Source: an optimization exercise on an open RTL-to-GDS flow (aim: small area). Production flows keep margins and buffers that such runs may drop. Where RTL was checked, it was by simulation tests only, not by an equivalence proof against the original. Power and IR drop assume default switching activity.

Setup of job 105:
Design sdm_bank, start of the top module:
module sdm_bank #(
    parameter NCH = 4
) (
    input  wire              clk,
    input  wire              rst,
    input  wire              sdm_stb,
    input  wire [NCH-1:0]    sdm_dat,
    input  wire              cfg_we,
    input  wire [1:0]        cfg_ch,
    input  wire [1:0]        cfg_addr,
    input  wire [31:0]       cfg_wdata,
    output wire [NCH-1:0]    dat_valid,
    output wire [32*NCH-1:0] dat_word,
    output wire [NCH-1:0]    cmp_valid,
    output wire [16*NCH-1:0] cmp_value,
    output wire [NCH-1:0]    cmp_above,
    output wire [NCH-1:0]    cmp_below,
    output wire [NCH-1:0]    ovr,
    output wire [NCH-1:0]    active
);
    reg  [1:0]  ph;                  
    wire [3:0]  op_smp, op_dat, op_dend, op_cend, op_clr, op_late;
    wire [3:0]  d_ovr, d_susp, d_lvl, d_pend, c_pend;
    wire [31:0] d_n1;
    wire [19:0] c_m1;
    wire [7:0]  c_k;
    wire [63:0] c_lo, c_hi;
    wire [3:0]  dload, cload;
    genvar n;
    generate
        for (n = 0; n < 4; n = n + 1) begin : g_ch
            sdm_channel u_ch (
                .clk     (clk),
                .rst     (rst),
                .stb     (sdm_stb),
                .dat     (sdm_dat[n]),
                .we      (cfg_we && cfg_ch == n),
                .addr    (cfg_addr),
                .wdata   (cfg_wdata),
                .head    (ph == n),
                .dset    (dset[n]),
                .cset    (cset[n]),
                .dload   (dload[n]),
                .cload   (cload[n]),
                .op_smp  (op_smp[n]),
                .op_dat  (op_dat[n]),
                .op_dend (op_dend[n]),
                .op_cend (op_cend[n]),
  ...
==> flow/config.mk <==
export PLATFORM = sky130hd
export DESIGN_NAME = sdm_bank
export DESIGN_NICKNAME = sdm_bank
export VERILOG_FILES = /design/flow/design.v
export SDC_FILE = /design/flow/constraint.sdc
export NUM_CORES = 4
export LEC_CHECK = 0
export ABC_AREA = 1
export CAP_MARGIN = 20
export CORE_MARGIN = 2
export CORE_UTILIZATION = 55
export CTS_BUF_LIST = sky130_fd_sc_hd__clkbuf_4
export PLACE_DENSITY = 0.7
export SLEW_MARGIN = 20
==> flow/constraint.sdc <==
create_clock -name core_clock -period 12.0 [get_ports {clk}]
set_input_delay 2.4000 -clock core_clock [delete_from_list [all_inputs] [get_ports {clk}]]
set_output_delay 2.4000 -clock core_clock [all_outputs]
set_load 0.01 [all_outputs]
standard.sh (not shown) runs the stock make flow with config.mk's settings and CLKGATE_MAP_FILE= SYNTH_SCRIPT=/design/flow/synth_recipe.tcl, a recipe that flattens the netlist after the stock synthesis.
==> flow/flow/run.sh <==
#!/bin/bash
# Standard layout, with the smallest buffer on the ports and clock tree
# synthesis with larger sink clusters and no dummy loads.
set -euo pipefail
export BUFFER_PORTS_ARGS="-buffer_cell sky130_fd_sc_hd__buf_1"
export CTS_ARGS="-sink_clustering_enable -repair_clock_nets -dont_use_dummy_load -buf_list sky130_fd_sc_hd__clkbuf_8 -sink_clustering_size 14 -sink_clustering_max_diameter 60"
bash standard.sh > standard.log 2>&1
Input-level comparison between job 101 and job 105:
--- a/flow/design.v
+++ b/flow/design.v
@@ -541,13 +541,13 @@
     wire [1:0]  cpos = csl - ph;
     wire [5:0]  cm1  = {1'b0, c_m1[5*cch1 +: 5]};
     wire [5:0]  cm2  = {1'b0, c_m1[5*cch2 +: 5]};
     wire [5:0]  cm3  = {1'b0, c_m1[5*cch3 +: 5]};
     wire [1:0]  ck2  = c_k[2*cch2 +: 2];
     wire [1:0]  ck3  = c_k[2*cch3 +: 2];
-    sdm_scale #(.SW(16), .P(2), .RW(5), .ST(4), .C(8), .OVL(1)) u_cscale (
+    sdm_scale #(.SW(16), .P(2), .RW(5), .ST(5), .C(7), .OVL(1)) u_cscale (
         .clk(clk), .rst(rst),
         .pend(c_pend), .sel(csl), .s_in(rsc[16*cpos +: 16]), .load(cload),
         .ch1(cch1), .ch2(cch2), .ch3(cch3),
         .dv1(cm1),
         .dv2(ck2 == 2'd1 ? 6'd0 : cm2),
         .dv3(ck3 == 2'd3 ? cm3 : 6'd0),
==> run notes <==
Endpoint of the most critical setup path: u_dscale.r2[5]$_DFFE_PP_ -> job 101, u_dscale.r2[3]$_DFFE_PP_ -> job 105. Max area added between synthesis and finish across job 105 and job 101: job 101. Job 101 vs. job 105: overall fraction of global-route tracks in use down 0.55 points, layout buffer count excluding clock buffers went up by 4, mean number of vias per cell went down about 0.56%, HPWL reported at the end of detailed placement has decreased. Async set-reset flop share out of synthesis: job 101 vs job 105 — no meaningful difference. From job 105 to job 101 the numbers moved as follows: design area now larger; portion of the post-synthesis area used by sequential elements now smaller; cell area after synthesis now larger; number of instances in the synthesized netlist now larger. Post-synthesis share of cell area spent on full adders, half adders and majority gates: job 101 > job 105. Going from job 105 to job 101, aggregate routed wire length shrank slightly. Taking job 105 as the reference point, the total combinational power of job 101 rises by about 5%.
For job 101, only the layout was checked, not whether the RTL still works.


sdm_bank, a different RTL version from the one above (not shown whole).
Size in the first run: roughly 6800 cells after synthesis, roughly 1700 flip-flops, ~260 I/O pins, ~0.067 mm2 of cells after synthesis.
==> flow/config.mk <==
export PLATFORM = sky130hd
export DESIGN_NAME = sdm_bank
export DESIGN_NICKNAME = sdm_bank
export VERILOG_FILES = /design/flow/design.v
export SDC_FILE = /design/flow/constraint.sdc
export NUM_CORES = 4
export LEC_CHECK = 0
export ABC_AREA = 1
export CAP_MARGIN = 20
export CORE_MARGIN = 2
export CORE_UTILIZATION = 55
export CTS_BUF_LIST = sky130_fd_sc_hd__clkbuf_4
export PLACE_DENSITY = 0.7
export SLEW_MARGIN = 20
==> flow/constraint.sdc <==
create_clock -name core_clock -period 12.0 [get_ports {clk}]
set_input_delay 2.4000 -clock core_clock [delete_from_list [all_inputs] [get_ports {clk}]]
set_output_delay 2.4000 -clock core_clock [all_outputs]
set_load 0.01 [all_outputs]
Scripts as last shown in full above: flow/flow/run.sh
The baseline ran to the end with no violations.
Rerun with:
--- a/flow/design.v
+++ b/flow/design.v
@@ -29,16 +29,18 @@
     reg          f2, f3;             
     reg          l2, l3;             
     reg [3:0]    cnt;
     reg [SR-1:0] sreg;
     reg [RW-1:0] r1, r2, r3;
     reg [ST-1:0] qq1, qq2;
     reg [XW-1:0] x;
     wire l1   = cnt == C - 1;
+    wire [3:0] cnt_nx;
+    sdm_inc #(4) u_cnt (.a(cnt), .ci(1'b1), .s(cnt_nx), .co());
     wire free = OVL ? (!a1 || l1) : (!a1 && !a2 && (!a3 || l3));
     wire any  = |pend;
     assign sel  = pend[0] ? 2'd0 : pend[1] ? 2'd1 : pend[2] ? 2'd2 : 2'd3;
     wire   take = free && any;
     assign load = take ? (4'b0001 << sel) : 4'b0000;
     reg [RW-1:0] n1, n2, n3;
     reg [ST-1:0] q1, q2, q3;
     reg [RW:0]   t;
@@ -77,17 +79,17 @@
             a2   <= 1'b0;
             a3   <= 1'b0;
             done <= 1'b0;
         end else begin
             if (a1) begin
                 sreg <= sreg << ST;
                 r1   <= n1;
                 qq1  <= q1;
-                cnt  <= cnt + 4'd1;
+                cnt  <= cnt_nx;
                 if (l1) a1 <= 1'b0;
             end
             if (take) begin
                 a1   <= 1'b1;
                 cnt  <= 4'd0;
                 ch1  <= sel;
                 r1   <= s_in[SW-1 -: P];
                 sreg <= s_in[SR-1:0];
@@ -108,17 +110,18 @@
                 r3 <= n3;
                 x  <= {x[XW-ST-1:0], q3};
             end
             done <= a3 && l3;
             if (a3 && l3) dch <= ch3;
         end
     end
     wire [17:0] xs = x[XW-1:E];
-    wire [18:0] xr = {1'b0, xs} + 19'd1;
+    wire [17:0] xr;
+    sdm_inc #(18) u_inc (.a(xs), .ci(1'b1), .s(xr), .co());
     wire [16:0] q  = xr[17:1];
     assign code = q[16] ? 16'h7FFF : {~q[15], q[14:0]};
 endmodule
 module sdm_add #(
     parameter W = 12
 ) (
     input  wire [W-1:0] a,
     input  wire [W-1:0] b,
@@ -132,16 +135,35 @@
     generate
         for (i = 0; i < W; i = i + 1) begin : g_bit
             assign s[i]   = a[i] ^ b[i] ^ c[i];
             assign c[i+1] = (a[i] & b[i]) | (c[i] & (a[i] ^ b[i]));
         end
     endgenerate
     assign co = c[W];
 endmodule
+module sdm_inc #(
+    parameter W = 8
+) (
+    input  wire [W-1:0] a,
+    input  wire         ci,
+    output wire [W-1:0] s,
+    output wire         co
+);
+    wire [W:0] c;
+    assign c[0] = ci;
+    genvar i;
+    generate
+        for (i = 0; i < W; i = i + 1) begin : g_bit
+            assign s[i]   = a[i] ^ c[i];
+            assign c[i+1] = a[i] & c[i];
+        end
+    endgenerate
+    assign co = c[W];
+endmodule
 module sdm_channel (
     input  wire        clk,
     input  wire        rst,
     input  wire        stb,           
     input  wire        dat,           
     input  wire        we,            
     input  wire [1:0]  addr,
     input  wire [31:0] wdata,
@@ -186,22 +208,28 @@
     wire [5:0] w_osr = wdata[13:8];
     wire [1:0] w_ord = wdata[4:3];
     wire [5:0] w_sat = wdata[13:8];
     wire [8:0] w_dec_m1 = w_dec - 9'd1;
     wire [5:0] w_osr_m1 = w_osr - 6'd1;
     wire smp = stb && en;
     reg [5:0] run;
     reg       last_sat;
-    wire [5:0] run_nx = (run != 6'd0 && dat == op_dat) ? ((run == 6'd63) ? 6'd63 : run + 6'd1) : 6'd1;
+    wire [5:0] run_inc;
+    sdm_inc #(6) u_run (.a(run), .ci(run != 6'd63), .s(run_inc), .co());
+    wire [5:0] run_nx = (run != 6'd0 && dat == op_dat) ? run_inc : 6'd1;
     wire       sat_nx = run_nx >= sat_n;
     reg [7:0] dphase;
     reg [1:0] dcount;
     reg       sat_cur, sat_lvl, sat_h1, sat_h2;
     reg [4:0] cphase;
+    wire [7:0] dphase_inc;
+    wire [4:0] cphase_inc;
+    sdm_inc #(8) u_dph (.a(dphase), .ci(1'b1), .s(dphase_inc), .co());
+    sdm_inc #(5) u_cph (.a(cphase), .ci(1'b1), .s(cphase_inc), .co());
     wire dend       = dphase == dec_m1;
     wire cend       = cmp_en && cphase == osr_m1;
     wire sat_cur_nx = sat_cur | sat_nx;
     wire sat_lvl_nx = sat_nx ? dat : sat_lvl;
     always @(posedge clk) begin
         if (rst) begin
             en         <= 1'b0;
             sat_n      <= 6'd24;
@@ -266,28 +294,28 @@
                 d_n1    <= dec_m1;
                 d_ovr   <= sat_cur_nx;
                 d_susp  <= (dcount != 2'd2) | sat_cur_nx | sat_h1 | sat_h2;
                 d_lvl   <= sat_lvl_nx;
                 sat_h2  <= sat_h1;
                 sat_h1  <= sat_cur_nx;
                 sat_cur <= 1'b0;
             end else begin
-                dphase  <= dphase + 8'd1;
+                dphase  <= dphase_inc;
                 sat_cur <= sat_cur_nx;
             end
             if (cmp_en) begin
                 if (cend) begin
                     cphase <= 5'd0;
                     c_m1   <= osr_m1;
                     c_k    <= ord_k;
                     c_lo   <= lim_lo;
                     c_hi   <= lim_hi;
                 end else begin
-                    cphase <= cphase + 5'd1;
+                    cphase <= cphase_inc;
                 end
             end
         end
         if (enabling) begin
             run      <= 6'd0;
             last_sat <= 1'b0;
             dphase   <= 8'd0;
             dcount   <= 2'd0;
Effect:
- wire length drops by about 3.8%
- fmax is about the same
- die area is lower by 0.50%
- via count fell by about 2.7%
- sequential share of layout area rises by 0.42 points

separate check: timing with driven ports:
The flow's constraints put no driver on any port. The routed layouts listed below were extracted and timed again, unchanged, in two steps. Step 1 sets driving cells, clkbuf_16 on the clock port and buf_2 on the other inputs (assumed; they add their load-dependent delay and slew). Step 2 also shifts input and output timing later by t, the mid clock arrival at the registers, as if the neighbouring blocks saw the same clock. a / b / c = ideal / step 1 / step 2; a / b = the first two.
run | shift t [ns] | setup WS [ns] | worst setup path at the end | worst slew at a driven data input, ns
job 105 | 0.886 | 0.843 / 0.843 / 0.843 | register to register | 0.12
job 101 | 0.862 | 0.714 / 0.714 / 0.714 | register to register | 0.12
the first run of note 2 | 0.908 | 1.771 / 1.771 / 1.771 | register to register | 0.16
the second run of note 2 | 0.873 | 1.755 / 1.755 / 1.755 | register to register | 0.15
After both steps every run listed still meets setup and hold.
